This design comes from an exercise in tuning for small area, a short achievable clock period and few clock cycles per item on the open sky130 flow, not from production work. In this exercise RTL edits were held to simulation tests only and were not proved equivalent to the original.

Setup of indigo:
// loop_engine
module loop_engine (
    input  wire               clk,
    input  wire               rst,         
    input  wire               start,       
    input  wire               init,        
    input  wire               pbsafe,      
    input  wire               run,         
    input  wire               stopping,    
    input  wire               llen,
    input  wire               tren,
    input  wire               trexm,
    input  wire               trlohz,
    input  wire signed [11:0] code,        
    input  wire signed [17:0] isum,        
    input  wire        [15:0] rll,         
    input  wire        [9:0]  linband,
    input  wire        [5:0]  trhyst,
    input  wire        [9:0]  trmaxs,
    input  wire        [15:0] dtrhi,       
    input  wire        [15:0] dtrlo,
    input  wire        [15:0] dmax,
    input  wire        [15:0] dmin,
    input  wire        [15:0] dhwmax,
    input  wire        [15:0] kcl,         
    input  wire        [15:0] ilimt,
    input  wire        [15:0] ilim,        
    input  wire signed [23:0] b0,          
    input  wire signed [23:0] b1,
    input  wire signed [23:0] b2,
    input  wire signed [23:0] a1,          
    input  wire signed [23:0] a2,
    input  wire signed [23:0] a3,
    input  wire signed [23:0] ki,          
    input  wire        [3:0]  bsh,
    input  wire        [4:0]  ish,
    input  wire signed [15:0] imin,        
    input  wire signed [15:0] imax,
    output wire               ready,
    output reg                done,
    output wire        [19:0] word,        
    output reg         [1:0]  tag,
    output wire signed [15:0] eeff_o,
    output wire        [1:0]  trstate,
    output reg                clamphi,
    output reg                clamplo,
    output reg                windup,
    output wire               ilimact,
    output wire        [39:0] integ,       
    output wire        [31:0] yout,        
    output reg                evt_trf,
    output reg                evt_trtof,
    output reg                evt_windf,
    output reg                evt_ilimf,
    output reg                fault_ilim
);
Size in the first run: about 8400 cells after synthesis, roughly 540 I/O pins, about 69000 um2 of cells after synthesis.
clock: 22.0 ns
lec_check: 0
cap_margin: 30
core_margin: 2
core_utilization: 45
slew_margin: 30
tns_end_percent: 30
standard.sh (not shown) runs the stock make flow with config.mk's settings and CLKGATE_MAP_FILE= SYNTH_SCRIPT=/design/flow/synth_recipe.tcl, a recipe that flattens the netlist after the stock synthesis.
==> flow/flow/run.sh <==
#!/bin/bash
# Standard layout (standard synthesis included), with repair_timing aiming for more
# setup slack than the clock period strictly needs, and plain buffers on the ports.
set -euo pipefail
bash standard.sh SETUP_SLACK_MARGIN=15.3 "BUFFER_PORTS_ARGS=-buffer_cell sky130_fd_sc_hd__buf_1" finish > run_make.log 2>&1
indigo: all stages complete, timing, DRC and antenna checks passed
Testbench counts of indigo, summed over its fixed seeds: cycles 231,970, samples 20,000.
### indigo -> delta
- changing CAP_MARGIN from 30 to 20
- changing SLEW_MARGIN from 30 to 20
- removing TNS_END_PERCENT (formerly 30)
--- outcome ---
Final net count came out higher on delta than on indigo.
On register bit total from synthesis, delta and indigo are basically level.
On delta: final cell count is about 0.7% higher than what indigo gave.
When delta is set beside indigo, its post-cts resize count turns out to be about 0.4% larger.
Antenna diode count: higher on indigo
The inputs of harbor differ from those of delta as listed below.
- putting PLACE_DENSITY at 0.65 where nothing was set
## What came out
[compare] base=delta new=harbor: routed wire length closely matched the old numbers; post-layout worst setup margin lost 48 ps; detailed router's first-iteration violation count went up by 5.8%; number of nets in the finished design shrank by about 0.36%; detailed-routed wire length on met3 higher. Between harbor and delta, the total number of multi-input combinational cells figures differ only marginally. Against delta, harbor reports a final critical path time including I/O delays and setup that is higher.
diff inputs: harbor => sierra
- PLACE_DENSITY no longer set, was 0.65
- ABC_AREA now 1, previously not set
diff --git a/flow/flow/run.sh b/flow/flow/run.sh
--- a/flow/flow/run.sh
+++ b/flow/flow/run.sh
@@ -5 +5 @@
-bash standard.sh SETUP_SLACK_MARGIN=15.3 "BUFFER_PORTS_ARGS=-buffer_cell sky130_fd_sc_hd__buf_1" finish > run_make.log 2>&1
+bash standard.sh SETUP_SLACK_MARGIN=15.4 "BUFFER_PORTS_ARGS=-buffer_cell sky130_fd_sc_hd__buf_1" finish > run_make.log 2>&1
--- outcome ---
From harbor to sierra the numbers moved as follows: wire length reported by the detailed router rose by 47000 um; via count rose by 11%.
Compared with harbor, design area in sierra increased slightly.
Against harbor, sierra comes in 1.3 points lower on area added between synthesis and finish.
Register area share after synthesis | sierra below harbor
Number of buffers created by CTS (sierra over harbor): decrease, 1.2%
Of sierra and harbor, harbor shows the lower die extent in y, with sierra above it.
sierra completed end to end with timing, DRC and antenna clean.
From harbor to sierra the numbers moved as follows: minimum period implied by the final worst setup slack roughly the same, worst-case hold slack down 13 ps.
Relative to harbor, share of the synthesized area in compound gates (AO/OA/AOI/OAI) has decreased by 0.23 points in sierra.

re-timing with driven ports:
Ports are ideal in the flow. The routed layouts listed here were re-timed in OpenROAD.
Step 1, drivers: a clkbuf_16 drives clk and a buf_2 each remaining input, both assumed.
Step 2 times the ports against the registers' clock, not the clock port: input delays grow and output delays shrink by t, the midpoint of the rising clock arrivals with the driver on.
a / b / c = ideal / step 1 / step 2; a / b = the first two.
| run | t, ns | slack for setup (ns) | hold slack, ns | worst setup path at the end |
|---|---|---|---|---|
| indigo | 0.814 | 15.165 / 15.165 / 15.089 | 0.345 / 0.345 / 0.345 | input to register |
| delta | 0.805 | 15.404 / 15.404 / 15.105 | 0.350 / 0.350 / 0.350 | input to register |
| harbor | 0.773 | 15.356 / 15.356 / 14.952 | 0.344 / 0.344 / 0.344 | input to register |
| sierra | 0.778 | 15.356 / 15.404 / 14.625 | 0.331 / 0.331 / 0.331 | input to register |
After both steps every run listed still meets setup and hold. For sierra, which loses most, drivers alone change the setup slack by +0.048 ns; drivers and shift together by -0.731 ns.
